Source: an optimization exercise on an open RTL-to-GDS flow (aim: small area, a short achievable clock period and few clock cycles per item). Production flows keep margins and buffers that such runs may drop.
The RTL was checked by simulation tests, not by an equivalence proof against the original design.

File: flow/design.v
module ustep_sine_rom (
    input  wire [6:0]  addr,
    output reg  [14:0] q_lo,
    output reg  [7:0]  d_lo,
    output reg  [14:0] q_hi,
    output reg  [7:0]  d_hi
);
    always @(*) begin
        case (addr)
            7'd0: begin q_lo = 15'd0; d_lo = 8'd201; q_hi = 15'd32766; d_hi = 8'd1; end
            7'd1: begin q_lo = 15'd201; d_lo = 8'd201; q_hi = 15'd32765; d_hi = 8'd1; end
            7'd2: begin q_lo = 15'd402; d_lo = 8'd201; q_hi = 15'd32761; d_hi = 8'd4; end
            7'd3: begin q_lo = 15'd603; d_lo = 8'd201; q_hi = 15'd32757; d_hi = 8'd4; end
            7'd4: begin q_lo = 15'd804; d_lo = 8'd201; q_hi = 15'd32752; d_hi = 8'd5; end
            7'd5: begin q_lo = 15'd1005; d_lo = 8'd201; q_hi = 15'd32745; d_hi = 8'd7; end
            7'd6: begin q_lo = 15'd1206; d_lo = 8'd201; q_hi = 15'd32737; d_hi = 8'd8; end
            7'd7: begin q_lo = 15'd1407; d_lo = 8'd201; q_hi = 15'd32728; d_hi = 8'd9; end
            7'd8: begin q_lo = 15'd1608; d_lo = 8'd201; q_hi = 15'd32717; d_hi = 8'd11; end
            7'd9: begin q_lo = 15'd1809; d_lo = 8'd200; q_hi = 15'd32705; d_hi = 8'd12; end
            7'd10: begin q_lo = 15'd2009; d_lo = 8'd201; q_hi = 15'd32692; d_hi = 8'd13; end
            7'd11: begin q_lo = 15'd2210; d_lo = 8'd200; q_hi = 15'd32678; d_hi = 8'd14; end
            7'd12: begin q_lo = 15'd2410; d_lo = 8'd201; q_hi = 15'd32663; d_hi = 8'd15; end
            7'd13: begin q_lo = 15'd2611; d_lo = 8'd200; q_hi = 15'd32646; d_hi = 8'd17; end
            7'd14: begin q_lo = 15'd2811; d_lo = 8'd201; q_hi = 15'd32628; d_hi = 8'd18; end
            7'd15: begin q_lo = 15'd3012; d_lo = 8'd200; q_hi = 15'd32609; d_hi = 8'd19; end
            7'd16: begin q_lo = 15'd3212; d_lo = 8'd200; q_hi = 15'd32589; d_hi = 8'd20; end
            7'd17: begin q_lo = 15'd3412; d_lo = 8'd200; q_hi = 15'd32567; d_hi = 8'd22; end
            7'd18: begin q_lo = 15'd3612; d_lo = 8'd199; q_hi = 15'd32545; d_hi = 8'd22; end
            7'd19: begin q_lo = 15'd3811; d_lo = 8'd200; q_hi = 15'd32521; d_hi = 8'd24; end
            7'd20: begin q_lo = 15'd4011; d_lo = 8'd199; q_hi = 15'd32495; d_hi = 8'd26; end
            7'd21: begin q_lo = 15'd4210; d_lo = 8'd200; q_hi = 15'd32469; d_hi = 8'd26; end
            7'd22: begin q_lo = 15'd4410; d_lo = 8'd199; q_hi = 15'd32441; d_hi = 8'd28; end
            7'd23: begin q_lo = 15'd4609; d_lo = 8'd199; q_hi = 15'd32412; d_hi = 8'd29; end
            7'd24: begin q_lo = 15'd4808; d_lo = 8'd199; q_hi = 15'd32382; d_hi = 8'd30; end
            7'd25: begin q_lo = 15'd5007; d_lo = 8'd198; q_hi = 15'd32351; d_hi = 8'd31; end
            7'd26: begin q_lo = 15'd5205; d_lo = 8'd199; q_hi = 15'd32318; d_hi = 8'd33; end
            7'd27: begin q_lo = 15'd5404; d_lo = 8'd198; q_hi = 15'd32285; d_hi = 8'd33; end
            7'd28: begin q_lo = 15'd5602; d_lo = 8'd198; q_hi = 15'd32250; d_hi = 8'd35; end
            7'd29: begin q_lo = 15'd5800; d_lo = 8'd198; q_hi = 15'd32213; d_hi = 8'd37; end
            7'd30: begin q_lo = 15'd5998; d_lo = 8'd197; q_hi = 15'd32176; d_hi = 8'd37; end
            7'd31: begin q_lo = 15'd6195; d_lo = 8'd198; q_hi = 15'd32137; d_hi = 8'd39; end
            7'd32: begin q_lo = 15'd6393; d_lo = 8'd197; q_hi = 15'd32098; d_hi = 8'd39; end
            7'd33: begin q_lo = 15'd6590; d_lo = 8'd196; q_hi = 15'd32057; d_hi = 8'd41; end
            7'd34: begin q_lo = 15'd6786; d_lo = 8'd197; q_hi = 15'd32014; d_hi = 8'd43; end
            7'd35: begin q_lo = 15'd6983; d_lo = 8'd196; q_hi = 15'd31971; d_hi = 8'd43; end
            7'd36: begin q_lo = 15'd7179; d_lo = 8'd196; q_hi = 15'd31926; d_hi = 8'd45; end
            7'd37: begin q_lo = 15'd7375; d_lo = 8'd196; q_hi = 15'd31880; d_hi = 8'd46; end
            7'd38: begin q_lo = 15'd7571; d_lo = 8'd196; q_hi = 15'd31833; d_hi = 8'd47; end
            7'd39: begin q_lo = 15'd7767; d_lo = 8'd195; q_hi = 15'd31785; d_hi = 8'd48; end
            7'd40: begin q_lo = 15'd7962; d_lo = 8'd195; q_hi = 15'd31736; d_hi = 8'd49; end
            7'd41: begin q_lo = 15'd8157; d_lo = 8'd194; q_hi = 15'd31685; d_hi = 8'd51; end
            7'd42: begin q_lo = 15'd8351; d_lo = 8'd194; q_hi = 15'd31633; d_hi = 8'd52; end
            7'd43: begin q_lo = 15'd8545; d_lo = 8'd194; q_hi = 15'd31580; d_hi = 8'd53; end
            7'd44: begin q_lo = 15'd8739; d_lo = 8'd194; q_hi = 15'd31526; d_hi = 8'd54; end
            7'd45: begin q_lo = 15'd8933; d_lo = 8'd193; q_hi = 15'd31470; d_hi = 8'd56; end
            7'd46: begin q_lo = 15'd9126; d_lo = 8'd193; q_hi = 15'd31414; d_hi = 8'd56; end
            7'd47: begin q_lo = 15'd9319; d_lo = 8'd193; q_hi = 15'd31356; d_hi = 8'd58; end
            7'd48: begin q_lo = 15'd9512; d_lo = 8'd192; q_hi = 15'd31297; d_hi = 8'd59; end
            7'd49: begin q_lo = 15'd9704; d_lo = 8'd192; q_hi = 15'd31237; d_hi = 8'd60; end
            7'd50: begin q_lo = 15'd9896; d_lo = 8'd191; q_hi = 15'd31176; d_hi = 8'd61; end
            7'd51: begin q_lo = 15'd10087; d_lo = 8'd191; q_hi = 15'd31113; d_hi = 8'd63; end
            7'd52: begin q_lo = 15'd10278; d_lo = 8'd191; q_hi = 15'd31050; d_hi = 8'd63; end
            7'd53: begin q_lo = 15'd10469; d_lo = 8'd190; q_hi = 15'd30985; d_hi = 8'd65; end
            7'd54: begin q_lo = 15'd10659; d_lo = 8'd190; q_hi = 15'd30919; d_hi = 8'd66; end
            7'd55: begin q_lo = 15'd10849; d_lo = 8'd190; q_hi = 15'd30852; d_hi = 8'd67; end
            7'd56: begin q_lo = 15'd11039; d_lo = 8'd189; q_hi = 15'd30783; d_hi = 8'd69; end
            7'd57: begin q_lo = 15'd11228; d_lo = 8'd189; q_hi = 15'd30714; d_hi = 8'd69; end
            7'd58: begin q_lo = 15'd11417; d_lo = 8'd188; q_hi = 15'd30643; d_hi = 8'd71; end
            7'd59: begin q_lo = 15'd11605; d_lo = 8'd188; q_hi = 15'd30571; d_hi = 8'd72; end
            7'd60: begin q_lo = 15'd11793; d_lo = 8'd187; q_hi = 15'd30498; d_hi = 8'd73; end
            7'd61: begin q_lo = 15'd11980; d_lo = 8'd187; q_hi = 15'd30424; d_hi = 8'd74; end
            7'd62: begin q_lo = 15'd12167; d_lo = 8'd186; q_hi = 15'd30349; d_hi = 8'd75; end
            7'd63: begin q_lo = 15'd12353; d_lo = 8'd186; q_hi = 15'd30273; d_hi = 8'd76; end
            7'd64: begin q_lo = 15'd12539; d_lo = 8'd186; q_hi = 15'd30195; d_hi = 8'd78; end
            7'd65: begin q_lo = 15'd12725; d_lo = 8'd185; q_hi = 15'd30117; d_hi = 8'd78; end
            7'd66: begin q_lo = 15'd12910; d_lo = 8'd184; q_hi = 15'd30037; d_hi = 8'd80; end
            7'd67: begin q_lo = 15'd13094; d_lo = 8'd185; q_hi = 15'd29956; d_hi = 8'd81; end
            7'd68: begin q_lo = 15'd13279; d_lo = 8'd183; q_hi = 15'd29874; d_hi = 8'd82; end
            7'd69: begin q_lo = 15'd13462; d_lo = 8'd183; q_hi = 15'd29791; d_hi = 8'd83; end
            7'd70: begin q_lo = 15'd13645; d_lo = 8'd183; q_hi = 15'd29706; d_hi = 8'd85; end
            7'd71: begin q_lo = 15'd13828; d_lo = 8'd182; q_hi = 15'd29621; d_hi = 8'd85; end
            7'd72: begin q_lo = 15'd14010; d_lo = 8'd181; q_hi = 15'd29534; d_hi = 8'd87; end
            7'd73: begin q_lo = 15'd14191; d_lo = 8'd181; q_hi = 15'd29447; d_hi = 8'd87; end
            7'd74: begin q_lo = 15'd14372; d_lo = 8'd181; q_hi = 15'd29358; d_hi = 8'd89; end
            7'd75: begin q_lo = 15'd14553; d_lo = 8'd179; q_hi = 15'd29268; d_hi = 8'd90; end
            7'd76: begin q_lo = 15'd14732; d_lo = 8'd180; q_hi = 15'd29177; d_hi = 8'd91; end
            7'd77: begin q_lo = 15'd14912; d_lo = 8'd178; q_hi = 15'd29085; d_hi = 8'd92; end
            7'd78: begin q_lo = 15'd15090; d_lo = 8'd179; q_hi = 15'd28992; d_hi = 8'd93; end
            7'd79: begin q_lo = 15'd15269; d_lo = 8'd177; q_hi = 15'd28898; d_hi = 8'd94; end
            7'd80: begin q_lo = 15'd15446; d_lo = 8'd177; q_hi = 15'd28803; d_hi = 8'd95; end
            7'd81: begin q_lo = 15'd15623; d_lo = 8'd177; q_hi = 15'd28706; d_hi = 8'd97; end
            7'd82: begin q_lo = 15'd15800; d_lo = 8'd176; q_hi = 15'd28609; d_hi = 8'd97; end
            7'd83: begin q_lo = 15'd15976; d_lo = 8'd175; q_hi = 15'd28510; d_hi = 8'd99; end
            7'd84: begin q_lo = 15'd16151; d_lo = 8'd174; q_hi = 15'd28411; d_hi = 8'd99; end
            7'd85: begin q_lo = 15'd16325; d_lo = 8'd174; q_hi = 15'd28310; d_hi = 8'd101; end
            7'd86: begin q_lo = 15'd16499; d_lo = 8'd174; q_hi = 15'd28208; d_hi = 8'd102; end
            7'd87: begin q_lo = 15'd16673; d_lo = 8'd173; q_hi = 15'd28105; d_hi = 8'd103; end
            7'd88: begin q_lo = 15'd16846; d_lo = 8'd172; q_hi = 15'd28001; d_hi = 8'd104; end
            7'd89: begin q_lo = 15'd17018; d_lo = 8'd171; q_hi = 15'd27896; d_hi = 8'd105; end
            7'd90: begin q_lo = 15'd17189; d_lo = 8'd171; q_hi = 15'd27790; d_hi = 8'd106; end
            7'd91: begin q_lo = 15'd17360; d_lo = 8'd170; q_hi = 15'd27683; d_hi = 8'd107; end
            7'd92: begin q_lo = 15'd17530; d_lo = 8'd170; q_hi = 15'd27575; d_hi = 8'd108; end
            7'd93: begin q_lo = 15'd17700; d_lo = 8'd169; q_hi = 15'd27466; d_hi = 8'd109; end
            7'd94: begin q_lo = 15'd17869; d_lo = 8'd168; q_hi = 15'd27356; d_hi = 8'd110; end
            7'd95: begin q_lo = 15'd18037; d_lo = 8'd167; q_hi = 15'd27245; d_hi = 8'd111; end
            7'd96: begin q_lo = 15'd18204; d_lo = 8'd167; q_hi = 15'd27133; d_hi = 8'd112; end
            7'd97: begin q_lo = 15'd18371; d_lo = 8'd166; q_hi = 15'd27019; d_hi = 8'd114; end
            7'd98: begin q_lo = 15'd18537; d_lo = 8'd166; q_hi = 15'd26905; d_hi = 8'd114; end
            7'd99: begin q_lo = 15'd18703; d_lo = 8'd165; q_hi = 15'd26790; d_hi = 8'd115; end
            7'd100: begin q_lo = 15'd18868; d_lo = 8'd164; q_hi = 15'd26674; d_hi = 8'd116; end
            7'd101: begin q_lo = 15'd19032; d_lo = 8'd163; q_hi = 15'd26556; d_hi = 8'd118; end
            7'd102: begin q_lo = 15'd19195; d_lo = 8'd162; q_hi = 15'd26438; d_hi = 8'd118; end
            7'd103: begin q_lo = 15'd19357; d_lo = 8'd162; q_hi = 15'd26319; d_hi = 8'd119; end
            7'd104: begin q_lo = 15'd19519; d_lo = 8'd161; q_hi = 15'd26198; d_hi = 8'd121; end
            7'd105: begin q_lo = 15'd19680; d_lo = 8'd161; q_hi = 15'd26077; d_hi = 8'd121; end
            7'd106: begin q_lo = 15'd19841; d_lo = 8'd159; q_hi = 15'd25955; d_hi = 8'd122; end
            7'd107: begin q_lo = 15'd20000; d_lo = 8'd159; q_hi = 15'd25832; d_hi = 8'd123; end
            7'd108: begin q_lo = 15'd20159; d_lo = 8'd158; q_hi = 15'd25708; d_hi = 8'd124; end
            7'd109: begin q_lo = 15'd20317; d_lo = 8'd158; q_hi = 15'd25582; d_hi = 8'd126; end
            7'd110: begin q_lo = 15'd20475; d_lo = 8'd156; q_hi = 15'd25456; d_hi = 8'd126; end
            7'd111: begin q_lo = 15'd20631; d_lo = 8'd156; q_hi = 15'd25329; d_hi = 8'd127; end
            7'd112: begin q_lo = 15'd20787; d_lo = 8'd155; q_hi = 15'd25201; d_hi = 8'd128; end
            7'd113: begin q_lo = 15'd20942; d_lo = 8'd154; q_hi = 15'd25072; d_hi = 8'd129; end
            7'd114: begin q_lo = 15'd21096; d_lo = 8'd154; q_hi = 15'd24942; d_hi = 8'd130; end
            7'd115: begin q_lo = 15'd21250; d_lo = 8'd153; q_hi = 15'd24811; d_hi = 8'd131; end
            7'd116: begin q_lo = 15'd21403; d_lo = 8'd151; q_hi = 15'd24680; d_hi = 8'd131; end
            7'd117: begin q_lo = 15'd21554; d_lo = 8'd151; q_hi = 15'd24547; d_hi = 8'd133; end
            7'd118: begin q_lo = 15'd21705; d_lo = 8'd151; q_hi = 15'd24413; d_hi = 8'd134; end
            7'd119: begin q_lo = 15'd21856; d_lo = 8'd149; q_hi = 15'd24279; d_hi = 8'd134; end
            7'd120: begin q_lo = 15'd22005; d_lo = 8'd149; q_hi = 15'd24143; d_hi = 8'd136; end
            7'd121: begin q_lo = 15'd22154; d_lo = 8'd147; q_hi = 15'd24007; d_hi = 8'd136; end
            7'd122: begin q_lo = 15'd22301; d_lo = 8'd147; q_hi = 15'd23870; d_hi = 8'd137; end
            7'd123: begin q_lo = 15'd22448; d_lo = 8'd146; q_hi = 15'd23731; d_hi = 8'd139; end
            7'd124: begin q_lo = 15'd22594; d_lo = 8'd145; q_hi = 15'd23592; d_hi = 8'd139; end
            7'd125: begin q_lo = 15'd22739; d_lo = 8'd145; q_hi = 15'd23452; d_hi = 8'd140; end
            7'd126: begin q_lo = 15'd22884; d_lo = 8'd143; q_hi = 15'd23311; d_hi = 8'd141; end
            7'd127: begin q_lo = 15'd23027; d_lo = 8'd143; q_hi = 15'd23170; d_hi = 8'd141; end
            default: begin q_lo = 15'd0; d_lo = 8'd0; q_hi = 15'd0; d_hi = 8'd0; end
        endcase
    end
endmodule
module ustep_ref (
    input  wire               clk,
    input  wire               rst,
    input  wire               in_valid,
    output wire               in_ready,
    input  wire        [25:0] in_pos,         
    input  wire        [1:0]  in_target,      
    input  wire        [11:0] in_run,
    input  wire        [11:0] in_hold,
    input  wire        [11:0] in_boost,
    input  wire        [7:0]  in_slew,
    input  wire               in_reverse,
    input  wire        [9:0]  in_phase_ofs,
    output reg                out_valid,
    output reg  signed [15:0] out_iref1,
    output reg  signed [15:0] out_iref2,
    output reg         [11:0] out_scale
);
    assign in_ready = 1'b1;
    wire [11:0] target_sel = in_target[1] ? (in_target[0] ? in_boost : in_run) : in_hold;
    wire        boost_run  = (in_target == 2'd3) && (in_boost == 12'd0);
    reg        s0_valid;
    reg [13:0] s0_pos;        
    reg        s0_cin;        
    reg [9:0]  s0_ofs;
    reg [11:0] s0_tsel;       
    reg [11:0] s0_trun;       
    reg        s0_off;
    reg [7:0]  s0_slew;
    always @(posedge clk) begin
        if (rst)
            s0_valid <= 1'b0;
        else
            s0_valid <= in_valid;
        s0_pos    <= in_reverse ? ~in_pos[25:12] : in_pos[25:12];
        s0_cin    <= in_reverse & (in_pos[11:0] == 12'd0);
        s0_ofs    <= in_phase_ofs;
        s0_tsel   <= target_sel;
        s0_trun   <= in_run & {12{boost_run}};
        s0_off    <= (in_target == 2'd0);
        s0_slew   <= in_slew;
    end
    reg        energised;
    reg [11:0] eff_scale;
    wire [11:0] s0_tscale = s0_tsel | s0_trun;
    wire [12:0] eff_up   = {1'b0, eff_scale} + {5'd0, s0_slew};
    wire [12:0] eff_down = {1'b0, eff_scale} - {5'd0, s0_slew};
    reg [11:0] next_scale;
    always @(*) begin
        if (s0_off)
            next_scale = 12'd0;
        else if (!energised || s0_slew == 8'd0)
            next_scale = s0_tscale;
        else if (s0_tscale > eff_scale)
            next_scale = (eff_up >= {1'b0, s0_tscale}) ? s0_tscale : eff_up[11:0];
        else if (s0_tscale < eff_scale)
            next_scale = (eff_down[12] || eff_down[11:0] <= s0_tscale) ? s0_tscale
                                                                        : eff_down[11:0];
        else
            next_scale = eff_scale;
    end
    always @(posedge clk) begin
        if (rst) begin
            energised <= 1'b0;
            eff_scale <= 12'd0;
        end else if (s0_valid) begin
            energised <= !s0_off;
            eff_scale <= next_scale;
        end
    end
    wire [14:0] pos_c = {s0_pos, 1'b1} + {s0_ofs, 4'd0, s0_cin};
    wire [13:0] x     = pos_c[14:1];
    wire [7:0]  a1 = x[11:4] ^ {8{x[12]}};
    wire        hi = a1[7];
    wire [6:0]  b  = a1[6:0] ^ {7{hi}};
    wire [14:0] q_lo, q_hi;
    wire [7:0]  d_lo, d_hi;
    ustep_sine_rom rom (.addr(b), .q_lo(q_lo), .d_lo(d_lo), .q_hi(q_hi), .d_hi(d_hi));
    wire [14:0] q1 = hi ? q_hi : q_lo;
    wire [7:0]  d1 = hi ? d_hi : d_lo;
    wire [14:0] q2 = hi ? q_lo : q_hi;
    wire [7:0]  d2 = hi ? d_lo : d_hi;
    reg        s1_valid;
    reg [1:0]  s1_quad;
    reg [3:0]  s1_f;
    reg [14:0] s1_q1, s1_q2;
    reg [7:0]  s1_d1, s1_d2;
    always @(posedge clk) begin
        if (rst)
            s1_valid <= 1'b0;
        else
            s1_valid <= s0_valid;
        s1_quad <= x[13:12];
        s1_f    <= x[3:0];
        s1_q1   <= q1;
        s1_q2   <= q2;
        s1_d1   <= d1;
        s1_d2   <= d2;
    end
    wire [1:0]  quad = s1_quad;
    wire [4:0]  f    = {1'b0, s1_f};
    wire [4:0]  g1   = quad[0] ? 5'd16 - f : f;
    wire [4:0]  g2   = quad[0] ? f : 5'd16 - f;
    wire [18:0] v1   = {s1_q1, 4'd0} + s1_d1 * g1 + 19'd8;
    wire [18:0] v2   = {s1_q2, 4'd0} + s1_d2 * g2 + 19'd8;
    wire        n1   = quad[1];
    wire        n2   = quad[1] ^ quad[0];
    reg               s2_valid;
    reg [14:0]        s2_w1, s2_w2;    
    reg               s2_n1, s2_n2;
    reg [11:0]        s2_scale;
    always @(posedge clk) begin
        if (rst)
            s2_valid <= 1'b0;
        else
            s2_valid <= s1_valid;
        s2_w1    <= v1[18:4] ^ {15{n1}};
        s2_w2    <= v2[18:4] ^ {15{n2}};
        s2_n1    <= n1;
        s2_n2    <= n2;
        s2_scale <= eff_scale;
    end
    wire [15:0] i1, i2;
    ustep_scale scale_1 (.e(s2_scale), .w(s2_w1), .neg(s2_n1), .iref(i1));
    ustep_scale scale_2 (.e(s2_scale), .w(s2_w2), .neg(s2_n2), .iref(i2));
    always @(posedge clk) begin
        if (rst)
            out_valid <= 1'b0;
        else
            out_valid <= s2_valid;
        out_iref1 <= i1;
        out_iref2 <= i2;
        out_scale <= s2_scale;
    end
endmodule
module ustep_scale (
    input  wire [11:0] e,
    input  wire [14:0] w,
    input  wire        neg,
    output wire [15:0] iref
);
    wire [15:0] x = {neg, w};
    wire one0 = x[0] ^ neg;
    wire two0 = (x[1] & ~x[0] & ~neg) | (~x[1] & x[0] & neg);
    wire neg0 = x[1];
    wire p0_0 = (((one0 & e[0])) ^ neg0);
    wire p0_1 = (((one0 & e[1]) | (two0 & e[0])) ^ neg0);
    wire p0_2 = (((one0 & e[2]) | (two0 & e[1])) ^ neg0);
    wire p0_3 = (((one0 & e[3]) | (two0 & e[2])) ^ neg0);
    wire p0_4 = (((one0 & e[4]) | (two0 & e[3])) ^ neg0);
    wire p0_5 = (((one0 & e[5]) | (two0 & e[4])) ^ neg0);
    wire p0_6 = (((one0 & e[6]) | (two0 & e[5])) ^ neg0);
    wire p0_7 = (((one0 & e[7]) | (two0 & e[6])) ^ neg0);
    wire p0_8 = (((one0 & e[8]) | (two0 & e[7])) ^ neg0);
    wire p0_9 = (((one0 & e[9]) | (two0 & e[8])) ^ neg0);
    wire p0_10 = (((one0 & e[10]) | (two0 & e[9])) ^ neg0);
    wire p0_11 = (((one0 & e[11]) | (two0 & e[10])) ^ neg0);
    wire p0_12 = (((two0 & e[11])) ^ neg0);
    wire p0_13 = ~neg0;
    wire one1 = x[2] ^ x[1];
    wire two1 = (x[3] & ~x[2] & ~x[1]) | (~x[3] & x[2] & x[1]);
    wire neg1 = x[3];
    wire p1_0 = (((one1 & e[0])) ^ neg1);
    wire p1_1 = (((one1 & e[1]) | (two1 & e[0])) ^ neg1);
    wire p1_2 = (((one1 & e[2]) | (two1 & e[1])) ^ neg1);
    wire p1_3 = (((one1 & e[3]) | (two1 & e[2])) ^ neg1);
    wire p1_4 = (((one1 & e[4]) | (two1 & e[3])) ^ neg1);
    wire p1_5 = (((one1 & e[5]) | (two1 & e[4])) ^ neg1);
    wire p1_6 = (((one1 & e[6]) | (two1 & e[5])) ^ neg1);
    wire p1_7 = (((one1 & e[7]) | (two1 & e[6])) ^ neg1);
    wire p1_8 = (((one1 & e[8]) | (two1 & e[7])) ^ neg1);
    wire p1_9 = (((one1 & e[9]) | (two1 & e[8])) ^ neg1);
    wire p1_10 = (((one1 & e[10]) | (two1 & e[9])) ^ neg1);
    wire p1_11 = (((one1 & e[11]) | (two1 & e[10])) ^ neg1);
    wire p1_12 = (((two1 & e[11])) ^ neg1);
    wire p1_13 = ~neg1;
    wire one2 = x[4] ^ x[3];
    wire two2 = (x[5] & ~x[4] & ~x[3]) | (~x[5] & x[4] & x[3]);
    wire neg2 = x[5];
    wire p2_0 = (((one2 & e[0])) ^ neg2);
    wire p2_1 = (((one2 & e[1]) | (two2 & e[0])) ^ neg2);
    wire p2_2 = (((one2 & e[2]) | (two2 & e[1])) ^ neg2);
    wire p2_3 = (((one2 & e[3]) | (two2 & e[2])) ^ neg2);
    wire p2_4 = (((one2 & e[4]) | (two2 & e[3])) ^ neg2);
    wire p2_5 = (((one2 & e[5]) | (two2 & e[4])) ^ neg2);
    wire p2_6 = (((one2 & e[6]) | (two2 & e[5])) ^ neg2);
    wire p2_7 = (((one2 & e[7]) | (two2 & e[6])) ^ neg2);
    wire p2_8 = (((one2 & e[8]) | (two2 & e[7])) ^ neg2);
    wire p2_9 = (((one2 & e[9]) | (two2 & e[8])) ^ neg2);
    wire p2_10 = (((one2 & e[10]) | (two2 & e[9])) ^ neg2);
    wire p2_11 = (((one2 & e[11]) | (two2 & e[10])) ^ neg2);
    wire p2_12 = (((two2 & e[11])) ^ neg2);
    wire p2_13 = ~neg2;
    wire one3 = x[6] ^ x[5];
    wire two3 = (x[7] & ~x[6] & ~x[5]) | (~x[7] & x[6] & x[5]);
    wire neg3 = x[7];
    wire p3_0 = (((one3 & e[0])) ^ neg3);
    wire p3_1 = (((one3 & e[1]) | (two3 & e[0])) ^ neg3);
    wire p3_2 = (((one3 & e[2]) | (two3 & e[1])) ^ neg3);
    wire p3_3 = (((one3 & e[3]) | (two3 & e[2])) ^ neg3);
    wire p3_4 = (((one3 & e[4]) | (two3 & e[3])) ^ neg3);
    wire p3_5 = (((one3 & e[5]) | (two3 & e[4])) ^ neg3);
    wire p3_6 = (((one3 & e[6]) | (two3 & e[5])) ^ neg3);
    wire p3_7 = (((one3 & e[7]) | (two3 & e[6])) ^ neg3);
    wire p3_8 = (((one3 & e[8]) | (two3 & e[7])) ^ neg3);
    wire p3_9 = (((one3 & e[9]) | (two3 & e[8])) ^ neg3);
    wire p3_10 = (((one3 & e[10]) | (two3 & e[9])) ^ neg3);
    wire p3_11 = (((one3 & e[11]) | (two3 & e[10])) ^ neg3);
    wire p3_12 = (((two3 & e[11])) ^ neg3);
    wire p3_13 = ~neg3;
    wire one4 = x[8] ^ x[7];
    wire two4 = (x[9] & ~x[8] & ~x[7]) | (~x[9] & x[8] & x[7]);
    wire neg4 = x[9];
    wire p4_0 = (((one4 & e[0])) ^ neg4);
    wire p4_1 = (((one4 & e[1]) | (two4 & e[0])) ^ neg4);
    wire p4_2 = (((one4 & e[2]) | (two4 & e[1])) ^ neg4);
    wire p4_3 = (((one4 & e[3]) | (two4 & e[2])) ^ neg4);
    wire p4_4 = (((one4 & e[4]) | (two4 & e[3])) ^ neg4);
    wire p4_5 = (((one4 & e[5]) | (two4 & e[4])) ^ neg4);
    wire p4_6 = (((one4 & e[6]) | (two4 & e[5])) ^ neg4);
    wire p4_7 = (((one4 & e[7]) | (two4 & e[6])) ^ neg4);
    wire p4_8 = (((one4 & e[8]) | (two4 & e[7])) ^ neg4);
    wire p4_9 = (((one4 & e[9]) | (two4 & e[8])) ^ neg4);
    wire p4_10 = (((one4 & e[10]) | (two4 & e[9])) ^ neg4);
    wire p4_11 = (((one4 & e[11]) | (two4 & e[10])) ^ neg4);
    wire p4_12 = (((two4 & e[11])) ^ neg4);
    wire p4_13 = ~neg4;
    wire one5 = x[10] ^ x[9];
    wire two5 = (x[11] & ~x[10] & ~x[9]) | (~x[11] & x[10] & x[9]);
    wire neg5 = x[11];
    wire p5_0 = (((one5 & e[0])) ^ neg5);
    wire p5_1 = (((one5 & e[1]) | (two5 & e[0])) ^ neg5);
    wire p5_2 = (((one5 & e[2]) | (two5 & e[1])) ^ neg5);
    wire p5_3 = (((one5 & e[3]) | (two5 & e[2])) ^ neg5);
    wire p5_4 = (((one5 & e[4]) | (two5 & e[3])) ^ neg5);
    wire p5_5 = (((one5 & e[5]) | (two5 & e[4])) ^ neg5);
    wire p5_6 = (((one5 & e[6]) | (two5 & e[5])) ^ neg5);
    wire p5_7 = (((one5 & e[7]) | (two5 & e[6])) ^ neg5);
    wire p5_8 = (((one5 & e[8]) | (two5 & e[7])) ^ neg5);
    wire p5_9 = (((one5 & e[9]) | (two5 & e[8])) ^ neg5);
    wire p5_10 = (((one5 & e[10]) | (two5 & e[9])) ^ neg5);
    wire p5_11 = (((one5 & e[11]) | (two5 & e[10])) ^ neg5);
    wire p5_12 = (((two5 & e[11])) ^ neg5);
    wire p5_13 = ~neg5;
    wire one6 = x[12] ^ x[11];
    wire two6 = (x[13] & ~x[12] & ~x[11]) | (~x[13] & x[12] & x[11]);
    wire neg6 = x[13];
    wire p6_0 = (((one6 & e[0])) ^ neg6);
    wire p6_1 = (((one6 & e[1]) | (two6 & e[0])) ^ neg6);
    wire p6_2 = (((one6 & e[2]) | (two6 & e[1])) ^ neg6);
    wire p6_3 = (((one6 & e[3]) | (two6 & e[2])) ^ neg6);
    wire p6_4 = (((one6 & e[4]) | (two6 & e[3])) ^ neg6);
    wire p6_5 = (((one6 & e[5]) | (two6 & e[4])) ^ neg6);
    wire p6_6 = (((one6 & e[6]) | (two6 & e[5])) ^ neg6);
    wire p6_7 = (((one6 & e[7]) | (two6 & e[6])) ^ neg6);
    wire p6_8 = (((one6 & e[8]) | (two6 & e[7])) ^ neg6);
    wire p6_9 = (((one6 & e[9]) | (two6 & e[8])) ^ neg6);
    wire p6_10 = (((one6 & e[10]) | (two6 & e[9])) ^ neg6);
    wire p6_11 = (((one6 & e[11]) | (two6 & e[10])) ^ neg6);
    wire p6_12 = (((two6 & e[11])) ^ neg6);
    wire p6_13 = ~neg6;
    wire one7 = x[14] ^ x[13];
    wire two7 = (x[15] & ~x[14] & ~x[13]) | (~x[15] & x[14] & x[13]);
    wire neg7 = x[15];
    wire p7_0 = (((one7 & e[0])) ^ neg7);
    wire p7_1 = (((one7 & e[1]) | (two7 & e[0])) ^ neg7);
    wire p7_2 = (((one7 & e[2]) | (two7 & e[1])) ^ neg7);
    wire p7_3 = (((one7 & e[3]) | (two7 & e[2])) ^ neg7);
    wire p7_4 = (((one7 & e[4]) | (two7 & e[3])) ^ neg7);
    wire p7_5 = (((one7 & e[5]) | (two7 & e[4])) ^ neg7);
    wire p7_6 = (((one7 & e[6]) | (two7 & e[5])) ^ neg7);
    wire p7_7 = (((one7 & e[7]) | (two7 & e[6])) ^ neg7);
    wire p7_8 = (((one7 & e[8]) | (two7 & e[7])) ^ neg7);
    wire p7_9 = (((one7 & e[9]) | (two7 & e[8])) ^ neg7);
    wire p7_10 = (((one7 & e[10]) | (two7 & e[9])) ^ neg7);
    wire p7_11 = (((one7 & e[11]) | (two7 & e[10])) ^ neg7);
    wire p7_12 = (((two7 & e[11])) ^ neg7);
    wire p7_13 = ~neg7;
    wire t1 = p0_8 ^ p1_6;
    wire t2 = p0_8 & p1_6;
    wire t3 = p0_9 ^ p1_7;
    wire t4 = p0_9 & p1_7;
    wire t5 = p0_10 ^ p1_8 ^ p2_6;
    wire t6 = (p0_10 & p1_8) | (p0_10 & p2_6) | (p1_8 & p2_6);
    wire t7 = p3_4 ^ p4_2;
    wire t8 = p3_4 & p4_2;
    wire t9 = p0_11 ^ p1_9 ^ p2_7;
    wire t10 = (p0_11 & p1_9) | (p0_11 & p2_7) | (p1_9 & p2_7);
    wire t11 = p3_5 ^ p4_3;
    wire t12 = p3_5 & p4_3;
    wire t13 = p0_12 ^ p1_10 ^ p2_8;
    wire t14 = (p0_12 & p1_10) | (p0_12 & p2_8) | (p1_10 & p2_8);
    wire t15 = p3_6 ^ p4_4 ^ p5_2;
    wire t16 = (p3_6 & p4_4) | (p3_6 & p5_2) | (p4_4 & p5_2);
    wire t17 = p0_13 ^ p1_11 ^ p2_9;
    wire t18 = (p0_13 & p1_11) | (p0_13 & p2_9) | (p1_11 & p2_9);
    wire t19 = p3_7 ^ p4_5 ^ p5_3;
    wire t20 = (p3_7 & p4_5) | (p3_7 & p5_3) | (p4_5 & p5_3);
    wire t21 = p1_12 ^ p2_10 ^ p3_8;
    wire t22 = (p1_12 & p2_10) | (p1_12 & p3_8) | (p2_10 & p3_8);
    wire t23 = p4_6 ^ p5_4 ^ p6_2;
    wire t24 = (p4_6 & p5_4) | (p4_6 & p6_2) | (p5_4 & p6_2);
    wire t25 = p7_0 ^ neg7;
    wire t26 = p7_0 & neg7;
    wire t27 = p1_13 ^ p2_11 ^ p3_9;
    wire t28 = (p1_13 & p2_11) | (p1_13 & p3_9) | (p2_11 & p3_9);
    wire t29 = p4_7 ^ p5_5 ^ p6_3;
    wire t30 = (p4_7 & p5_5) | (p4_7 & p6_3) | (p5_5 & p6_3);
    wire t31 = p2_12 ^ p3_10 ^ p4_8;
    wire t32 = (p2_12 & p3_10) | (p2_12 & p4_8) | (p3_10 & p4_8);
    wire t33 = p5_6 ^ p6_4;
    wire t34 = p5_6 & p6_4;
    wire t35 = p2_13 ^ p3_11 ^ p4_9;
    wire t36 = (p2_13 & p3_11) | (p2_13 & p4_9) | (p3_11 & p4_9);
    wire t37 = p3_12 ^ p4_10;
    wire t38 = p3_12 & p4_10;
    wire t39 = p0_4 ^ p1_2;
    wire t40 = p0_4 & p1_2;
    wire t41 = p0_5 ^ p1_3;
    wire t42 = p0_5 & p1_3;
    wire t43 = p0_6 ^ p1_4 ^ p2_2;
    wire t44 = (p0_6 & p1_4) | (p0_6 & p2_2) | (p1_4 & p2_2);
    wire t45 = p3_0 ^ neg3;
    wire t46 = p3_0 & neg3;
    wire t47 = p0_7 ^ p1_5 ^ p2_3;
    wire t48 = (p0_7 & p1_5) | (p0_7 & p2_3) | (p1_5 & p2_3);
    wire t49 = p3_1 ^ neg;
    wire t50 = p3_1 & neg;
    wire t51 = p2_4 ^ p3_2 ^ p4_0;
    wire t52 = (p2_4 & p3_2) | (p2_4 & p4_0) | (p3_2 & p4_0);
    wire t53 = neg4 ^ neg ^ t1;
    wire t54 = (neg4 & neg) | (neg4 & t1) | (neg & t1);
    wire t55 = p2_5 ^ p3_3 ^ p4_1;
    wire t56 = (p2_5 & p3_3) | (p2_5 & p4_1) | (p3_3 & p4_1);
    wire t57 = neg ^ t3 ^ t2;
    wire t58 = (neg & t3) | (neg & t2) | (t3 & t2);
    wire t59 = p5_0 ^ neg5 ^ neg;
    wire t60 = (p5_0 & neg5) | (p5_0 & neg) | (neg5 & neg);
    wire t61 = t5 ^ t7 ^ t4;
    wire t62 = (t5 & t7) | (t5 & t4) | (t7 & t4);
    wire t63 = p5_1 ^ ~neg ^ t9;
    wire t64 = (p5_1 & ~neg) | (p5_1 & t9) | (~neg & t9);
    wire t65 = t11 ^ t6 ^ t8;
    wire t66 = (t11 & t6) | (t11 & t8) | (t6 & t8);
    wire t67 = p6_0 ^ neg6 ^ t13;
    wire t68 = (p6_0 & neg6) | (p6_0 & t13) | (neg6 & t13);
    wire t69 = t15 ^ t10 ^ t12;
    wire t70 = (t15 & t10) | (t15 & t12) | (t10 & t12);
    wire t71 = p6_1 ^ 1'b1 ^ t17;
    wire t72 = (p6_1 & 1'b1) | (p6_1 & t17) | (1'b1 & t17);
    wire t73 = t19 ^ t14 ^ t16;
    wire t74 = (t19 & t14) | (t19 & t16) | (t14 & t16);
    wire t75 = 1'b1 ^ t21 ^ t23;
    wire t76 = (1'b1 & t21) | (1'b1 & t23) | (t21 & t23);
    wire t77 = t25 ^ t18 ^ t20;
    wire t78 = (t25 & t18) | (t25 & t20) | (t18 & t20);
    wire t79 = p7_1 ^ t27 ^ t29;
    wire t80 = (p7_1 & t27) | (p7_1 & t29) | (t27 & t29);
    wire t81 = t22 ^ t24 ^ t26;
    wire t82 = (t22 & t24) | (t22 & t26) | (t24 & t26);
    wire t83 = p7_2 ^ 1'b1 ^ t31;
    wire t84 = (p7_2 & 1'b1) | (p7_2 & t31) | (1'b1 & t31);
    wire t85 = t33 ^ t28 ^ t30;
    wire t86 = (t33 & t28) | (t33 & t30) | (t28 & t30);
    wire t87 = p5_7 ^ p6_5 ^ p7_3;
    wire t88 = (p5_7 & p6_5) | (p5_7 & p7_3) | (p6_5 & p7_3);
    wire t89 = t35 ^ t32 ^ t34;
    wire t90 = (t35 & t32) | (t35 & t34) | (t32 & t34);
    wire t91 = p5_8 ^ p6_6 ^ p7_4;
    wire t92 = (p5_8 & p6_6) | (p5_8 & p7_4) | (p6_6 & p7_4);
    wire t93 = 1'b1 ^ t37 ^ t36;
    wire t94 = (1'b1 & t37) | (1'b1 & t36) | (t37 & t36);
    wire t95 = p3_13 ^ p4_11 ^ p5_9;
    wire t96 = (p3_13 & p4_11) | (p3_13 & p5_9) | (p4_11 & p5_9);
    wire t97 = p6_7 ^ p7_5 ^ t38;
    wire t98 = (p6_7 & p7_5) | (p6_7 & t38) | (p7_5 & t38);
    wire t99 = p4_12 ^ p5_10 ^ p6_8;
    wire t100 = (p4_12 & p5_10) | (p4_12 & p6_8) | (p5_10 & p6_8);
    wire t101 = p7_6 ^ 1'b1;
    wire t102 = p7_6 & 1'b1;
    wire t103 = p4_13 ^ p5_11 ^ p6_9;
    wire t104 = (p4_13 & p5_11) | (p4_13 & p6_9) | (p5_11 & p6_9);
    wire t105 = p5_12 ^ p6_10;
    wire t106 = p5_12 & p6_10;
    wire t107 = p0_2 ^ p1_0;
    wire t108 = p0_2 & p1_0;
    wire t109 = p0_3 ^ p1_1;
    wire t110 = p0_3 & p1_1;
    wire t111 = p2_0 ^ neg2 ^ neg;
    wire t112 = (p2_0 & neg2) | (p2_0 & neg) | (neg2 & neg);
    wire t113 = p2_1 ^ neg ^ t41;
    wire t114 = (p2_1 & neg) | (p2_1 & t41) | (neg & t41);
    wire t115 = neg ^ t43 ^ t45;
    wire t116 = (neg & t43) | (neg & t45) | (t43 & t45);
    wire t117 = t47 ^ t49 ^ t44;
    wire t118 = (t47 & t49) | (t47 & t44) | (t49 & t44);
    wire t119 = t51 ^ t53 ^ t48;
    wire t120 = (t51 & t53) | (t51 & t48) | (t53 & t48);
    wire t121 = t55 ^ t57 ^ t52;
    wire t122 = (t55 & t57) | (t55 & t52) | (t57 & t52);
    wire t123 = t59 ^ t61 ^ t56;
    wire t124 = (t59 & t61) | (t59 & t56) | (t61 & t56);
    wire t125 = t63 ^ t65 ^ t60;
    wire t126 = (t63 & t65) | (t63 & t60) | (t65 & t60);
    wire t127 = t67 ^ t69 ^ t64;
    wire t128 = (t67 & t69) | (t67 & t64) | (t69 & t64);
    wire t129 = t71 ^ t73 ^ t68;
    wire t130 = (t71 & t73) | (t71 & t68) | (t73 & t68);
    wire t131 = t75 ^ t77 ^ t72;
    wire t132 = (t75 & t77) | (t75 & t72) | (t77 & t72);
    wire t133 = t79 ^ t81 ^ t76;
    wire t134 = (t79 & t81) | (t79 & t76) | (t81 & t76);
    wire t135 = t83 ^ t85 ^ t80;
    wire t136 = (t83 & t85) | (t83 & t80) | (t85 & t80);
    wire t137 = t87 ^ t89 ^ t84;
    wire t138 = (t87 & t89) | (t87 & t84) | (t89 & t84);
    wire t139 = t91 ^ t93 ^ t88;
    wire t140 = (t91 & t93) | (t91 & t88) | (t93 & t88);
    wire t141 = t95 ^ t97 ^ t92;
    wire t142 = (t95 & t97) | (t95 & t92) | (t97 & t92);
    wire t143 = t99 ^ t101 ^ t96;
    wire t144 = (t99 & t101) | (t99 & t96) | (t101 & t96);
    wire t145 = p7_7 ^ t103 ^ t100;
    wire t146 = (p7_7 & t103) | (p7_7 & t100) | (t103 & t100);
    wire t147 = p7_8 ^ 1'b1 ^ t105;
    wire t148 = (p7_8 & 1'b1) | (p7_8 & t105) | (1'b1 & t105);
    wire t149 = p5_13 ^ p6_11 ^ p7_9;
    wire t150 = (p5_13 & p6_11) | (p5_13 & p7_9) | (p6_11 & p7_9);
    wire t151 = p6_12 ^ p7_10;
    wire t152 = p6_12 & p7_10;
    wire t153 = p0_0 ^ neg0;
    wire t154 = p0_0 & neg0;
    wire t155 = p0_1 ^ neg;
    wire t156 = p0_1 & neg;
    wire t157 = neg1 ^ neg ^ t107;
    wire t158 = (neg1 & neg) | (neg1 & t107) | (neg & t107);
    wire t159 = neg ^ t109 ^ t108;
    wire t160 = (neg & t109) | (neg & t108) | (t109 & t108);
    wire t161 = t39 ^ t111 ^ t110;
    wire t162 = (t39 & t111) | (t39 & t110) | (t111 & t110);
    wire t163 = t40 ^ t113 ^ t112;
    wire t164 = (t40 & t113) | (t40 & t112) | (t113 & t112);
    wire t165 = t42 ^ t115 ^ t114;
    wire t166 = (t42 & t115) | (t42 & t114) | (t115 & t114);
    wire t167 = t46 ^ t117 ^ t116;
    wire t168 = (t46 & t117) | (t46 & t116) | (t117 & t116);
    wire t169 = t50 ^ t119 ^ t118;
    wire t170 = (t50 & t119) | (t50 & t118) | (t119 & t118);
    wire t171 = t54 ^ t121 ^ t120;
    wire t172 = (t54 & t121) | (t54 & t120) | (t121 & t120);
    wire t173 = t58 ^ t123 ^ t122;
    wire t174 = (t58 & t123) | (t58 & t122) | (t123 & t122);
    wire t175 = t62 ^ t125 ^ t124;
    wire t176 = (t62 & t125) | (t62 & t124) | (t125 & t124);
    wire t177 = t66 ^ t127 ^ t126;
    wire t178 = (t66 & t127) | (t66 & t126) | (t127 & t126);
    wire t179 = t70 ^ t129 ^ t128;
    wire t180 = (t70 & t129) | (t70 & t128) | (t129 & t128);
    wire t181 = t74 ^ t131 ^ t130;
    wire t182 = (t74 & t131) | (t74 & t130) | (t131 & t130);
    wire t183 = t78 ^ t133 ^ t132;
    wire t184 = (t78 & t133) | (t78 & t132) | (t133 & t132);
    wire t185 = t82 ^ t135 ^ t134;
    wire t186 = (t82 & t135) | (t82 & t134) | (t135 & t134);
    wire t187 = t86 ^ t137 ^ t136;
    wire t188 = (t86 & t137) | (t86 & t136) | (t137 & t136);
    wire t189 = t90 ^ t139 ^ t138;
    wire t190 = (t90 & t139) | (t90 & t138) | (t139 & t138);
    wire t191 = t94 ^ t141 ^ t140;
    wire t192 = (t94 & t141) | (t94 & t140) | (t141 & t140);
    wire t193 = t98 ^ t143 ^ t142;
    wire t194 = (t98 & t143) | (t98 & t142) | (t143 & t142);
    wire t195 = t102 ^ t145 ^ t144;
    wire t196 = (t102 & t145) | (t102 & t144) | (t145 & t144);
    wire t197 = t104 ^ t147 ^ t146;
    wire t198 = (t104 & t147) | (t104 & t146) | (t147 & t146);
    wire t199 = t106 ^ t149 ^ t148;
    wire t200 = (t106 & t149) | (t106 & t148) | (t149 & t148);
    wire t201 = 1'b1 ^ t151 ^ t150;
    wire t202 = (1'b1 & t151) | (1'b1 & t150) | (t151 & t150);
    wire t203 = p6_13 ^ p7_11 ^ t152;
    wire t204 = (p6_13 & p7_11) | (p6_13 & t152) | (p7_11 & t152);
    wire t205 = p7_12 ^ 1'b1;
    wire t206 = p7_12 & 1'b1;
    wire [27:0] ra = {p7_13, t205, t203, t201, t199, t197, t195, t193, t191, t189, t187, t185, t183, t181, t179, t177, t175, t173, t171, t169, t167, t165, t163, t161, t159, t157, t155, neg};
    wire [27:0] rb = {t206, t204, t202, t200, t198, t196, t194, t192, t190, t188, t186, t184, t182, t180, t178, t176, t174, t172, t170, t168, t166, t164, t162, t160, t158, t156, t154, t153};
    wire [27:0] r  = ra + rb;
    assign iref = r[27:12];
endmodule
File: flow/flow/run.sh
#!/bin/bash
# The standard layout (standard.sh), with one change: the input and
# output port buffers are buf_2 cells instead of buffer_ports' default pick
# (clkdlybuf4s50_1), which is larger and slower. The whole ORFS output goes
# to standard.log in the work folder.
set -euo pipefail
export BUFFER_PORTS_ARGS="-buffer_cell sky130_fd_sc_hd__buf_2"
bash standard.sh > standard.log 2>&1
File: flow/standard.sh
#!/bin/bash
# synth_recipe.tcl (not shown) runs the flow's synth.tcl, then flattens the netlist and writes it again
# the make line also repeats each setting of config.mk as NAME=value (left out here)
make -C /OpenROAD-flow-scripts/flow DESIGN_CONFIG=/design/flow/config.mk WORK_HOME=/design/flow/orfs CLKGATE_MAP_FILE= SYNTH_SCRIPT=/design/flow/synth_recipe.tcl "${@:-finish}"
File: flow/config.mk
export PLATFORM = sky130hd
export DESIGN_NAME = ustep_ref
export DESIGN_NICKNAME = ustep_ref
export VERILOG_FILES = /design/flow/design.v
export SDC_FILE = /design/flow/constraint.sdc
export NUM_CORES = 4
export LEC_CHECK = 0
export ABC_AREA = 1
export CAP_MARGIN = 20
export CORE_MARGIN = 2
export CORE_UTILIZATION = 40
export CTS_CLUSTER_DIAMETER = 150
export CTS_CLUSTER_SIZE = 20
export SLEW_MARGIN = 60
export SYNTH_MEMORY_MAX_BITS = 65536
File: flow/constraint.sdc
create_clock -name core_clock -period 22.0 [get_ports {clk}]
set_input_delay 4.4000 -clock core_clock [delete_from_list [all_inputs] [get_ports {clk}]]
set_output_delay 4.4000 -clock core_clock [all_outputs]
set_load 0.01 [all_outputs]
==> results of run 1 <==
-- per-stage QoR --
| stage | hold slack (ns) | util [%] | instances |
|---|---|---|---|
| global placement | 0.334 | 41.9 | 4828 |
| floorplan | 0.329 | - | 3977 |
| finish | 0.353 | 42.7 | 4848 |
| detailed placement | 0.335 | 42.1 | 4830 |
| global route | 0.367 | 42.7 | 4848 |
| CTS | 0.353 | 42.6 | 4848 |
-- sequential cells by signal, summed over array words and instances, names as in the netlist, 10 cells and up --
register / cells
out_iref1: 16
out_iref2: 16
s1_q1: 15
s1_q2: 15
s2_w1: 15
s2_w2: 15
s0_pos: 14
eff_scale: 12
out_scale: 12
s0_trun: 12
s0_tsel: 12
s2_scale: 12
s0_ofs: 10
-- worst max-delay path, stage by stage --
cell and delay, ns:
buf_2 0.23, inv_1 0.22, or2_2 0.34, nor4_1 0.18, nand3_1 0.36, nor2_1 0.18
-- worst paths after layout --
path	startpoint	to	slack (ns)	depth (start not counted)
setup reg to reg	s2_n2	out_iref2[14]	16.57	20
setup / recovery	in_target[0]	s0_trun[0]	16.53	6
hold reg to reg	s2_scale[6]	out_scale[6]	0.35	0
hold / removal	s2_scale[6]	out_scale[6]	0.35	0
-- cell type report --
type / instances / area [um^2]
clock buffers: 16 / 358
clock inverters: 2 / 21.3
fillers: 7265 / 39200
inverters: 586 / 2210
multi-input cells: 2985 / 20200
flip-flops and latches: 215 / 4320
well taps: 882 / 1100
repair buffers: 162 / 913
-- routing by layer --
| layer | GRT usage [%] | wire length (um) | part of all wire [%] | vias to the layer above |
|---|---|---|---|---|
| met5 | 0 | 23 | 0.025 | - |
| met4 | 9.78 | 3810 | 4.2 | 4 |
| met3 | 2.77 | 6550 | 7.2 | 238 |
| met2 | 41.0 | 40500 | 45 | 1151 |
| met1 | 34.8 | 39500 | 44 | 12300 |
| li1 | - | - | - | 12700 |
-- synthesized netlist by cell type, types with 2 or more instances --
cell	count	area share, %
dfxtp_1	215	16
inv_1	566	7.7
nor2_4	4	0.16
clkbuf_1	115	1.6
o21a_1	11	0.30
nor2_2	8	0.18
o21bai_1	7	0.19
a31oi_1	16	0.36
nor4_1	7	0.16
o211ai_1	30	0.82
a211oi_1	6	0.16
fa_1	206	15
xor2_2	2	0.12
nor3_1	23	0.42
buf_1	13	0.18
o31ai_1	2	0.055
a21o_1	5	0.14
xor2_1	290	9.2
o221ai_1	2	0.064
buf_6	5	0.20
buf_2	44	0.80
and3_1	2	0.046
nand2_4	3	0.12
o21ai_0	121	2.2
nand2_2	20	0.46
nand3_1	273	5.0
nand3_2	4	0.15
buf_4	13	0.36
a21oi_1	219	4.0
o22ai_1	177	4.0
nand3b_1	9	0.25
nand2_1	885	12
o21ai_1	18	0.33
nor2_1	309	4.2
inv_2	14	0.19
ha_1	222	10
a21boi_0	7	0.19
nand4_1	50	1.1
xnor2_1	35	1.1
a21boi_1	2	0.055
clkinv_1	5	0.068
or2_2	2	0.046
-- kinds of logic after synthesis --
family	count (synthesis)
fa+ha+maj	428
xor+xnor	327
buf+inv	777
simple gates	1602
other cells	1
compound gates	627
flops	215
==> impl_metrics.json, run 1 <==
{
  "outcome": "complete, no violations",
  "synth_nets": 4491,
  "io_buffers": 130,
  "fin_nets": 4478,
  "async_reset_ff_share_pct": 0,
  "synth.distinct_cells": 52,
  "wl_mm": 90.4,
  "clk_pin_slew_ns": 0.08,
  "cts_made_buffers": 14,
  "synthCells": 3977,
  "ys_warn_count": 2,
  "grt_pass1_wl_mm": 143,
  "hold_path.class": "reg2reg",
  "max_freq_ghz": 0.183,
  "routed_via_density": 5.44,
  "dpl.hpwl_mm": 70.3,
  "fp-row-count": 96,
  "grt_overflow": 0,
  "core_area_mm2": 0.0683,
  "timing.final.max_slew_violations": 0,
  "die_h_um": 266,
  "synth_top_family_by_area": "adder cells",
  "worstPathArrival_ns": 5.92,
  "path_class": "in2reg",
  "cts.htree.levels": 1,
  "grt_max_degree": 78,
  "ys.flop_type": "dfxtp_1",
  "track_usage_pct": 25.4,
  "area_growth_pct": 6.17,
  "required_ns": 22.44,
  "clk_latency_ns": 0.53,
  "antenna_found_initial": 2,
  "netlist_area_mm2": 0.0275,
  "synth-seq-area-share_pct": 15.7,
  "antenna_left": 0,
  "die_area_mm2": 0.0708,
  "finalWorstSetupSlack_ns": 16.53,
  "synthAdderAreaFrac_pct": 25.1,
  "finClkSkew_ns": 0.0461,
  "drt-pass1-iter-count": 6,
  "max-slew-margin-rel_pct": 59.4,
  "start_util_pct": 40.2,
  "drt_iter0_markers": 2729,
  "cts_hold_buf": 0,
  "gp_congestion": 1.07,
  "n_antenna_cell": 0,
  "tightest_slew_ns": 0.603,
  "grt_pass1_vias": 25400,
  "worstSetupStartpointType": "primary input",
  "postCtsSetupRepairBufs": 0,
  "maxCapViolCount": 0,
  "muxShareOfSynthArea_pct": 0,
  "final_common_cell": "nand2_1",
  "synth_edf_count": 0,
  "clock_sinks": 215,
  "num_vias": 26400,
  "rsz0062_at_grt": "no",
  "critPathCaptureType": "register",
  "yosys.area_share.xor_xnor_pct": 10.5,
  "hold_viol_final": 0,
  "finalInstanceArea_mm2": 0.0292,
  "layout-drive-gt1-share_pct": 7.01,
  "avgSynthCellArea_um2": 6.91,
  "finalCriticalPeriod_ns": 5.47,
  "cts_root_buffer": "clkbuf_16",
  "tns_ns": 0,
  "placedInstanceArea_mm2": 0.0288,
  "cts_tree": "yes",
  "drt_drc_violations_left": 0,
  "synth-compound-area-share_pct": 13.0,
  "clockBufferDepth": 3,
  "period_share_pct": 24.9,
  "ys_seq_elements": 215,
  "cts_resized": 0,
  "die_x_um": 266,
  "finalSetupViolCount": 0,
  "io_pins": 132,
  "synthSimpleGateAreaFrac_pct": 24.5,
  "pre_cts_ws_ns": 16.01,
  "avgRoutedWirePerCell_um": 18.6,
  "crit_fanout": 14,
  "layout_common_cells": "884 x nand2_1, 564 x inv_1, 307 x nor2_1"
}
Testbench counts, summed over its fixed seeds: cycles 24,032, items 24,000.
==> run 2: changes to the inputs <==
--- a/flow/design.v
+++ b/flow/design.v
@@ -184,21 +184,19 @@
     reg        energised;
     reg [11:0] eff_scale;
     wire [11:0] s0_tscale = s0_tsel | s0_trun;
-    wire [12:0] eff_up   = {1'b0, eff_scale} + {5'd0, s0_slew};
-    wire [12:0] eff_down = {1'b0, eff_scale} - {5'd0, s0_slew};
+    wire        step_up = s0_tscale > eff_scale;
+    wire [13:0] cand    = step_up ? {2'b00, eff_scale} + {6'd0, s0_slew}
+                                  : {2'b00, eff_scale} - {6'd0, s0_slew};
+    wire        reached = step_up ? ($signed(cand) >= $signed({2'b00, s0_tscale}))
+                                  : ($signed(cand) <= $signed({2'b00, s0_tscale}));
     reg [11:0] next_scale;
     always @(*) begin
         if (s0_off)
             next_scale = 12'd0;
-        else if (!energised || s0_slew == 8'd0)
+        else if (!energised || s0_slew == 8'd0 || reached)
             next_scale = s0_tscale;
-        else if (s0_tscale > eff_scale)
-            next_scale = (eff_up >= {1'b0, s0_tscale}) ? s0_tscale : eff_up[11:0];
-        else if (s0_tscale < eff_scale)
-            next_scale = (eff_down[12] || eff_down[11:0] <= s0_tscale) ? s0_tscale
-                                                                        : eff_down[11:0];
         else
-            next_scale = eff_scale;
+            next_scale = cand[11:0];
     end
     always @(posedge clk) begin
         if (rst) begin
@@ -242,8 +240,9 @@
     wire [4:0]  f    = {1'b0, s1_f};
     wire [4:0]  g1   = quad[0] ? 5'd16 - f : f;
     wire [4:0]  g2   = quad[0] ? f : 5'd16 - f;
-    wire [18:0] v1   = {s1_q1, 4'd0} + s1_d1 * g1 + 19'd8;
-    wire [18:0] v2   = {s1_q2, 4'd0} + s1_d2 * g2 + 19'd8;
+    wire [14:0] v1, v2;
+    ustep_interp interp_1 (.q(s1_q1), .d(s1_d1), .g(g1), .v(v1));
+    ustep_interp interp_2 (.q(s1_q2), .d(s1_d2), .g(g2), .v(v2));
     wire        n1   = quad[1];
     wire        n2   = quad[1] ^ quad[0];
     reg               s2_valid;
@@ -255,8 +254,8 @@
             s2_valid <= 1'b0;
         else
             s2_valid <= s1_valid;
-        s2_w1    <= v1[18:4] ^ {15{n1}};
-        s2_w2    <= v2[18:4] ^ {15{n2}};
+        s2_w1    <= v1 ^ {15{n1}};
+        s2_w2    <= v2 ^ {15{n2}};
         s2_n1    <= n1;
         s2_n2    <= n2;
         s2_scale <= eff_scale;
@@ -628,3 +627,74 @@
     wire [27:0] r  = ra + rb;
     assign iref = r[27:12];
 endmodule
+module ustep_interp (
+    input  wire [14:0] q,
+    input  wire [7:0]  d,
+    input  wire [4:0]  g,
+    output wire [14:0] v
+);
+    wire t1 = (d[3] & g[0]) ^ (d[2] & g[1]);
+    wire t2 = (d[3] & g[0]) & (d[2] & g[1]);
+    wire t3 = (d[4] & g[0]) ^ (d[3] & g[1]) ^ (d[2] & g[2]);
+    wire t4 = ((d[4] & g[0]) & (d[3] & g[1])) | ((d[4] & g[0]) & (d[2] & g[2])) | ((d[3] & g[1]) & (d[2] & g[2]));
+    wire t5 = (d[1] & g[3]) ^ (d[0] & g[4]);
+    wire t6 = (d[1] & g[3]) & (d[0] & g[4]);
+    wire t7 = (d[5] & g[0]) ^ (d[4] & g[1]) ^ (d[3] & g[2]);
+    wire t8 = ((d[5] & g[0]) & (d[4] & g[1])) | ((d[5] & g[0]) & (d[3] & g[2])) | ((d[4] & g[1]) & (d[3] & g[2]));
+    wire t9 = (d[2] & g[3]) ^ (d[1] & g[4]) ^ q[1];
+    wire t10 = ((d[2] & g[3]) & (d[1] & g[4])) | ((d[2] & g[3]) & q[1]) | ((d[1] & g[4]) & q[1]);
+    wire t11 = (d[6] & g[0]) ^ (d[5] & g[1]) ^ (d[4] & g[2]);
+    wire t12 = ((d[6] & g[0]) & (d[5] & g[1])) | ((d[6] & g[0]) & (d[4] & g[2])) | ((d[5] & g[1]) & (d[4] & g[2]));
+    wire t13 = (d[3] & g[3]) ^ (d[2] & g[4]) ^ q[2];
+    wire t14 = ((d[3] & g[3]) & (d[2] & g[4])) | ((d[3] & g[3]) & q[2]) | ((d[2] & g[4]) & q[2]);
+    wire t15 = (d[7] & g[0]) ^ (d[6] & g[1]) ^ (d[5] & g[2]);
+    wire t16 = ((d[7] & g[0]) & (d[6] & g[1])) | ((d[7] & g[0]) & (d[5] & g[2])) | ((d[6] & g[1]) & (d[5] & g[2]));
+    wire t17 = (d[4] & g[3]) ^ (d[3] & g[4]) ^ q[3];
+    wire t18 = ((d[4] & g[3]) & (d[3] & g[4])) | ((d[4] & g[3]) & q[3]) | ((d[3] & g[4]) & q[3]);
+    wire t19 = (d[7] & g[1]) ^ (d[6] & g[2]) ^ (d[5] & g[3]);
+    wire t20 = ((d[7] & g[1]) & (d[6] & g[2])) | ((d[7] & g[1]) & (d[5] & g[3])) | ((d[6] & g[2]) & (d[5] & g[3]));
+    wire t21 = (d[4] & g[4]) ^ q[4];
+    wire t22 = (d[4] & g[4]) & q[4];
+    wire t23 = (d[7] & g[2]) ^ (d[6] & g[3]) ^ (d[5] & g[4]);
+    wire t24 = ((d[7] & g[2]) & (d[6] & g[3])) | ((d[7] & g[2]) & (d[5] & g[4])) | ((d[6] & g[3]) & (d[5] & g[4]));
+    wire t25 = (d[1] & g[2]) ^ (d[0] & g[3]);
+    wire t26 = (d[1] & g[2]) & (d[0] & g[3]);
+    wire t27 = q[0] ^ t3 ^ t5;
+    wire t28 = (q[0] & t3) | (q[0] & t5) | (t3 & t5);
+    wire t29 = t7 ^ t9 ^ t4;
+    wire t30 = (t7 & t9) | (t7 & t4) | (t9 & t4);
+    wire t31 = t11 ^ t13 ^ t8;
+    wire t32 = (t11 & t13) | (t11 & t8) | (t13 & t8);
+    wire t33 = t15 ^ t17 ^ t12;
+    wire t34 = (t15 & t17) | (t15 & t12) | (t17 & t12);
+    wire t35 = t19 ^ t21 ^ t16;
+    wire t36 = (t19 & t21) | (t19 & t16) | (t21 & t16);
+    wire t37 = q[5] ^ t23 ^ t20;
+    wire t38 = (q[5] & t23) | (q[5] & t20) | (t23 & t20);
+    wire t39 = (d[7] & g[3]) ^ (d[6] & g[4]) ^ q[6];
+    wire t40 = ((d[7] & g[3]) & (d[6] & g[4])) | ((d[7] & g[3]) & q[6]) | ((d[6] & g[4]) & q[6]);
+    wire t41 = (d[2] & g[0]) ^ (d[1] & g[1]);
+    wire t42 = (d[2] & g[0]) & (d[1] & g[1]);
+    wire t43 = 1'b1 ^ t1 ^ t25;
+    wire t44 = (1'b1 & t1) | (1'b1 & t25) | (t1 & t25);
+    wire t45 = t2 ^ t27 ^ t26;
+    wire t46 = (t2 & t27) | (t2 & t26) | (t27 & t26);
+    wire t47 = t6 ^ t29 ^ t28;
+    wire t48 = (t6 & t29) | (t6 & t28) | (t29 & t28);
+    wire t49 = t10 ^ t31 ^ t30;
+    wire t50 = (t10 & t31) | (t10 & t30) | (t31 & t30);
+    wire t51 = t14 ^ t33 ^ t32;
+    wire t52 = (t14 & t33) | (t14 & t32) | (t33 & t32);
+    wire t53 = t18 ^ t35 ^ t34;
+    wire t54 = (t18 & t35) | (t18 & t34) | (t35 & t34);
+    wire t55 = t22 ^ t37 ^ t36;
+    wire t56 = (t22 & t37) | (t22 & t36) | (t37 & t36);
+    wire t57 = t24 ^ t39 ^ t38;
+    wire t58 = (t24 & t39) | (t24 & t38) | (t39 & t38);
+    wire t59 = (d[7] & g[4]) ^ q[7] ^ t40;
+    wire t60 = ((d[7] & g[4]) & q[7]) | ((d[7] & g[4]) & t40) | (q[7] & t40);
+    wire [18:0] ra = {q[14], q[13], q[12], q[11], q[10], q[9], q[8], t59, t57, t55, t53, t51, t49, t47, t45, t43, (d[0] & g[2]), (d[1] & g[0]), (d[0] & g[0])};
+    wire [18:0] rb = {1'b0, 1'b0, 1'b0, 1'b0, 1'b0, 1'b0, t60, t58, t56, t54, t52, t50, t48, t46, t44, t42, t41, (d[0] & g[1]), 1'b0};
+    wire [18:0] r  = ra + rb;
+    assign v = r[18:4];
+endmodule
==> run 2 against run 1 <==
Critical path type is now reg2reg. Highest routed layer is now met4. Still clean on timing, DRC and antenna. Register-to-register slack got worse by 0.02 ns. Clock skew fell by 0.022 ns. Worst hold slack improved by 0.0078 ns.
==> impl_metrics.json, run 2 <==
{
  "outcome": "complete, no violations",
  "synth-seq-area-share_pct": 15.7,
  "timing.final.max_slew_violations": 0,
  "grt_max_degree": 76,
  "drt_iter0_markers": 2707,
  "ys_warn_count": 2,
  "wl_mm": 87.5,
  "critPathCaptureType": "register",
  "antenna_left": 0,
  "post-synth-top-count-cell": "nand2_1",
  "cp_num_cells": 22,
  "slowest_stage": "dfxtp_2",
  "area_growth_pct": 6.36,
  "final_common_cell": "nand2_1",
  "fin_nets": 4525,
  "die_h_um": 265,
  "hold_path_startpoint": "s2_scale[3]",
  "io_buffers": 130,
  "finalSetupViolCount": 0,
  "gp_congestion": 1.02,
  "synth_area_leaders": "dfxtp_1 16%, fa_1 15%, nand2_1 14%",
  "cts_tree": "yes",
  "fp-row-count": 95,
  "slowest_delay_ns": 0.62,
  "num_vias": 26300,
  "clockBufferDepth": 3,
  "ys.flop_type": "dfxtp_1",
  "n_antenna_cell": 0,
  "rsz0062_at_grt": "no",
  "tightest_slew_ns": 0.603,
  "layoutNonFillerInstCount": 4908,
  "async_reset_ff_share_pct": 0,
  "seqCellArea_mm2": 0.00433,
  "grt_pass1_vias": 25600,
  "hold_viol_final": 0,
  "period_share_pct": 24.8,
  "worstPathArrival_ns": 5.90,
  "crit_fanout": 17,
  "max_freq_ghz": 0.183,
  "synthCells": 4046,
  "yosysTopAreaCellShare_pct": 15.7,
  "io_pins": 132,
  "r2r-start": "s2_w2[9]",
  "avgRoutedWirePerCell_um": 17.8,
  "fillCellCount": 7188,
  "drt-pass1-iter-count": 7,
  "dpl.hpwl_mm": 67.2,
  "track_usage_pct": 24.6,
  "cts_hold_buf": 0,
  "worstSetupStartpointType": "register",
  "crit_chain": "nand2_1 > inv_1 > nor2_1 > inv_1 > o22ai_1 > xor2_1 > fa_1 > inv_1 > fa_1 > fa_1 > fa_1 > inv_1 > ha_1 > nand2_1 > nor2_1 > nand2_1 > o21ai_0 > nand2_1 > o21ai_0 > nand3_1 > nand2_1 > xor2_1",
  "path_buf_inv": 4,
  "die_x_um": 265,
  "maxCapViolCount": 0,
  "drt_drc_violations_left": 0,
  "tns_ns": 0,
  "finClkSkew_ns": 0.0244,
  "die_area_mm2": 0.0705,
  "antenna_found_initial": 0,
  "grt_overflow": 0,
  "min_path_cells": 0,
  "r2r_cells": 22,
  "clock_sinks": 215,
  "routed_via_density": 5.35,
  "clk_latency_ns": 0.52,
  "clk_pin_slew_ns": 0.10,
  "layout-drive-gt1-share_pct": 6.86,
  "synth_edf_count": 0,
  "synth_top_area_cell": "dfxtp_1"
}
==> run 2: cell count changes after synthesis, moves of 15 or more <==
cell      previous run  this run
a21oi_1            219       174
nand3_1            273       308
nor2_1             309       294
o211ai_1            30         7
nand2_1            885      1023
inv_1              566       609
==> run 2: per-stage QoR <==
| step | cell area (um^2) | util [%] | setup WS, ns | hold WS [ns] |
|---|---|---|---|---|
| 2_1_floorplan | 27300 | - | 16.63 | 0.329 |
| 3_3_place_gp | 28400 | 42.2 | 16.06 | 0.337 |
| 3_5_place_dp | 28600 | 42.5 | 16.01 | 0.346 |
| 4_1_cts | 29100 | 43.1 | 16.51 | 0.353 |
| 5_1_grt | 29100 | 43.2 | 16.13 | 0.362 |
| 6_report | 29100 | 43.2 | 16.55 | 0.361 |
==> run 2: final cells by class <==
type                            count  share of cell area [%]
Inverter                          621                    8.04
Timing Repair Buffer              162                    3.23
Sequential cell                   215                    14.9
Tap cell                          873                    3.76
Clock inverter                      4                   0.125
Clock buffer                       17                    1.39
Multi-Input combinational cell   3016                    68.6
==> run 2: worst paths after layout <==
kind	end	slack, ns
worst max-delay path	out_iref2[11]	16.55
worst min-delay path	out_scale[3]	0.36
worst max register to register	out_iref2[11]	16.55
worst min register to register	out_scale[3]	0.36
==> run 2: kinds of logic after synthesis <==
group           after synthesis  synth area share [%]
fa+ha+maj                   408                  24.2
xor+xnor                    312                  9.99
buf+inv                     815                  11.8
other cells                   1                0.0137
simple gates               1739                  26.7
compound gates              556                  11.6
flops                       215                  15.7
==> run 2: worst register-to-register path: stages (launching register included) <==
cell	delay, ns
dfxtp_2	0.62
nand2_1	0.13
inv_1	0.08
nor2_1	0.04
inv_1	0.30
o22ai_1	0.15
xor2_1	0.19
fa_1	0.56
inv_1	0.05
fa_1	0.46
fa_1	0.50
fa_1	0.51
inv_1	0.04
ha_1	0.35
nand2_1	0.11
nor2_1	0.18
nand2_1	0.07
o21ai_0	0.29
nand2_1	0.14
o21ai_0	0.30
nand3_1	0.11
nand2_1	0.09
xor2_1	0.13
==> run 2: metal layers <==
metal	track usage (%)	routed length [um]	vias to the layer above
li1	-	-	12800
met1	33.1	37600	12100
met2	40.0	39200	1164
met3	3.24	6790	266
met4	9.86	3810	0
met5	0	0	-
Testbench counts of run 2, summed over its fixed seeds: cycles 24,032, items 24,000.

[re-timing with driven ports]
How much do the figures lean on ideal ports? The routed layouts below were timed once more, with nothing changed but the port constraints. Step 1 (the two cells are an assumption about what drives the block):
set clk [get_ports {clk}]
set_driving_cell -lib_cell sky130_fd_sc_hd__clkbuf_16 $clk
set_driving_cell -lib_cell sky130_fd_sc_hd__buf_2 [delete_from_list [all_inputs] $clk]
Step 2 adds t to the input delays and takes it off the output delays; t is the mean of the earliest and latest rising clock arrival at the registers after step 1. Input paths then give back, and output paths get back, about the clock's delay inside the block. a / b / c = ideal / step 1 / step 2; a / b = the first two.
run | t, ns | setup slack, ns | worst setup path after step 2 | slew at the worst register clock pin (ns)
run 1 | 0.567 | 16.526 / 16.480 / 15.996 | input to register | 0.09 / 0.09
run 2 | 0.567 | 16.549 / 16.549 / 16.018 | input to register | 0.10 / 0.10
After both steps every run listed still meets setup and hold. For run 2, which loses most, drivers alone change the setup slack by 0.000 ns; drivers and shift together by -0.531 ns.
